Source: an optimization exercise on an open RTL-to-GDS flow (aim: small area and a short achievable clock period). Production flows keep margins and buffers that such runs may drop. In this exercise RTL edits were held to simulation tests only and were not proved equivalent to the original. No activity file was given, so power comes from the tool's default toggle rates.

==> flow/design.v (excerpt) <==
module fp_narrow (
    input  wire        clk,
    input  wire        rst,           
    input  wire        in_valid,
    input  wire [31:0] in_x,          
    input  wire [3:0]  in_fmt,        
    input  wire [2:0]  in_rmode,      
    input  wire        in_sat,        
    input  wire [15:0] in_r,          
    output reg         out_valid,
    output reg  [15:0] out_y,         
    output reg         out_ovf,       
    output reg         out_nan,       
    output reg         out_err        
);
Settings: LEC_CHECK=0, ABC_AREA=1, CAP_MARGIN=20, CORE_MARGIN=2, CORE_UTILIZATION=60, CTS_BUF_LIST=sky130_fd_sc_hd__clkbuf_8, SLEW_MARGIN=20; clock period 14.0 ns.
standard.sh (not shown) runs the stock make flow with config.mk's settings and CLKGATE_MAP_FILE= SYNTH_SCRIPT=/design/flow/synth_recipe.tcl, a recipe that flattens the netlist after the stock synthesis.
==> flow/flow/run.sh <==
#!/bin/bash
# The standard layout, with plain buf_1 cells (not delay buffers) on the ports,
# and timing repair asked for 10 ns of setup margin (the clock and the
# constraints are the design's).
set -euo pipefail
export BUFFER_PORTS_ARGS="-buffer_cell sky130_fd_sc_hd__buf_1"
export SETUP_SLACK_MARGIN=10
bash standard.sh > make_finish.log 2>&1
The starting point completed without violations.
Rerun with:
--- a/flow/flow/run.sh
+++ b/flow/flow/run.sh
@@ -3 +3 @@
-# and timing repair asked for 10 ns of setup margin (the clock and the
+# and timing repair asked for 9.6 ns of setup margin (the clock and the
@@ -7 +7 @@
-export SETUP_SLACK_MARGIN=10
+export SETUP_SLACK_MARGIN=9.6
--- a/flow/config.mk
+++ b/flow/config.mk
@@ -11 +11 @@
-export CORE_UTILIZATION = 60
+export CORE_UTILIZATION = 40
Via count went down by a few percent.
Routed wire length rose slightly.
Combinational power drops by a little under a tenth.
Setup slack loses 0.11 ns.
Global-route usage falls by 9.0 points.
Core utilization falls by 26 points.
Flip-flop and latch count does not change.
Final area is lower by a few percent.
Rerun with:
--- a/flow/flow/run.sh
+++ b/flow/flow/run.sh
@@ -3 +3 @@
-# and timing repair asked for 9.6 ns of setup margin (the clock and the
+# and timing repair asked for 10 ns of setup margin (the clock and the
@@ -7 +7 @@
-export SETUP_SLACK_MARGIN=9.6
+export SETUP_SLACK_MARGIN=10
The new run completed with no timing, DRC or antenna violations.
Count of clock-buffer cells in the layout increases by 1.
Worst setup slack gets better by 0.14 ns.
Synthesized cell count does not change.
Rerun with:
--- a/flow/flow/run.sh
+++ b/flow/flow/run.sh
@@ -4 +4 @@
-# constraints are the design's).
+# constraints are the design's), by resizing gates and swapping pins only.
@@ -7,0 +8 @@
+export SETUP_MOVE_SEQUENCE=unbuffer,sizeup,swap
Effect: Sequential share of layout area grows by 0.81 points. Cell area shrinks by 3.2%. Worst setup slack got worse by 0.089 ns.

========
Setup of v57:
Another version of the RTL of fp_narrow (not shown whole).
Size in the first run: roughly 87 flip-flops, ~6100 sq um of cells after synthesis.
export LEC_CHECK = 0
export ABC_AREA = 1
export CAP_MARGIN = 20
export CORE_MARGIN = 2
export CORE_UTILIZATION = 40
export CTS_BUF_LIST = sky130_fd_sc_hd__clkbuf_8
export GPL_TIMING_DRIVEN = 1
export SLEW_MARGIN = 20
create_clock -name core_clock -period 14.0 [get_ports {clk}]
==> flow/flow/run.sh <==
#!/bin/bash
# The standard layout, with plain buf_1 cells (not delay buffers) on the ports,
# and timing repair asked for 10 ns of setup margin (the clock and the
# constraints are the design's).
set -euo pipefail
export BUFFER_PORTS_ARGS="-buffer_cell sky130_fd_sc_hd__buf_1"
export SETUP_SLACK_MARGIN=10
bash standard.sh > make_finish.log 2>&1
## Diff of input files: v53 against v57
Settings: GPL_TIMING_DRIVEN no longer set, was 1.
==> flow/flow/run.sh <==
#!/bin/bash
# The standard layout, with plain buf_1 cells (not delay buffers) on the ports,
# and timing repair asked for 9.6 ns of setup margin (the clock and the
# constraints are the design's).
set -euo pipefail
export BUFFER_PORTS_ARGS="-buffer_cell sky130_fd_sc_hd__buf_1"
export SETUP_SLACK_MARGIN=9.6
bash standard.sh > make_finish.log 2>&1
Findings:
Higher post-route clock period utilization among v57 and v53: v53
v57 vs v53, timing endpoint of the critical path: allout_q vs slo_q[1]
Maximum frequency, v57 and v53: lower on v53
v53 vs v57, launch point of the worst path: in_fmt[0] vs in_fmt[1]
Compared with v57, in v53 first-pass GRT wire length dropped 2.5%; area used by multi-input combinational logic fell about 7%.
Having completed the whole flow, v53 delivered a layout that passed the timing, design-rule and antenna checks.
Per the comparison of v53 with v57, post-route standard cell area excluding fillers has decreased; number of buffers added for setup after CTS decreased 8; shortest clock period the worst path allows after layout higher.
Inputs modified between v53 and v40:
Settings: a change of CTS_BUF_LIST from sky130_fd_sc_hd__clkbuf_8 to sky130_fd_sc_hd__clkbuf_4 sky130_fd_sc_hd__clkbuf_8.
==> flow/flow/run.sh <==
#!/bin/bash
# The standard layout, with plain buf_1 cells (not delay buffers) on the ports,
# and timing repair asked for 10 ns of setup margin (the clock and the
# constraints are the design's).
set -euo pipefail
export BUFFER_PORTS_ARGS="-buffer_cell sky130_fd_sc_hd__buf_1"
export SETUP_SLACK_MARGIN=10
bash standard.sh > make_finish.log 2>&1
Notes after the runs:
v40 vs. v53: worst hold-check slack neither gained nor lost much, switching power of the nets picked up an extra about 3.6%, met1 wire length picked up an extra 2.3%, met3 usage in global routing picked up an extra 0.63 points.
Compare v40 and v53 | area share of buffers outside the clock network higher: v40
Here is what was changed in the inputs of v20 compared with v40.
Settings: CTS_BUF_LIST: sky130_fd_sc_hd__clkbuf_4 sky130_fd_sc_hd__clkbuf_8 -> sky130_fd_sc_hd__clkbuf_8.
Results
- v40 -> v20: utilization after layout flat
- A cell with the largest stage delay on the worst path of fa_1 is what v40 shows, while a311oi_1 belongs to v20.
- Comparing v40 and v20, the lower wire length on met3 was measured on v40.
- There was hardly any difference in worst hold slack between v40 and v20.
- For via count, v40 and v20 come out practically identical.
- Going from v40 to v20, the power share of the sequential group was found to have gone up by 0.2 points.
- Clock network power share sits lower in v20 than in v40.
- Comparing power in the clock group for v40 and v20, the smaller number came from v20.
- The design area was comparable across v40 and v20.

port drivers added, routing unchanged:
Ports are ideal in the flow. The routed layouts listed here were re-timed in OpenROAD. Step 1 (the two cells are an assumption about what drives the block):
set clk [get_ports {clk}]
set_driving_cell -lib_cell sky130_fd_sc_hd__clkbuf_16 $clk
set_driving_cell -lib_cell sky130_fd_sc_hd__buf_2 [delete_from_list [all_inputs] $clk]
Step 2 adds t to the input delays and takes it off the output delays; t is the mean of the earliest and latest rising clock arrival at the registers after step 1. Input paths then give back, and output paths get back, about the clock's delay inside the block. Three values: ideal, step 1, step 2; two values: the first two.
run	shift t [ns]	slack for setup (ns)	clock arrival spread, ns
the first run of note 1	0.413	10.023 / 10.031 / 9.618	0.011 / 0.010
the second run of note 1	0.419	9.912 / 9.928 / 9.509	0.005 / 0.005
the third run of note 1	0.423	10.053 / 10.066 / 9.643	0.017 / 0.018
the fourth run of note 1	0.422	9.965 / 9.965 / 9.650	0.017 / 0.017
v57	0.416	10.094 / 10.113 / 9.697	0.012 / 0.012
v53	0.424	9.839 / 9.855 / 9.431	0.013 / 0.012
v40	0.415	10.102 / 10.114 / 9.699	0.012 / 0.012
v20	0.416	10.094 / 10.113 / 9.697	0.012 / 0.012
After both steps setup and hold are still met in every run listed. For the third run of note 1, which loses most, drivers alone change the setup slack by +0.013 ns; drivers and shift together by -0.410 ns.
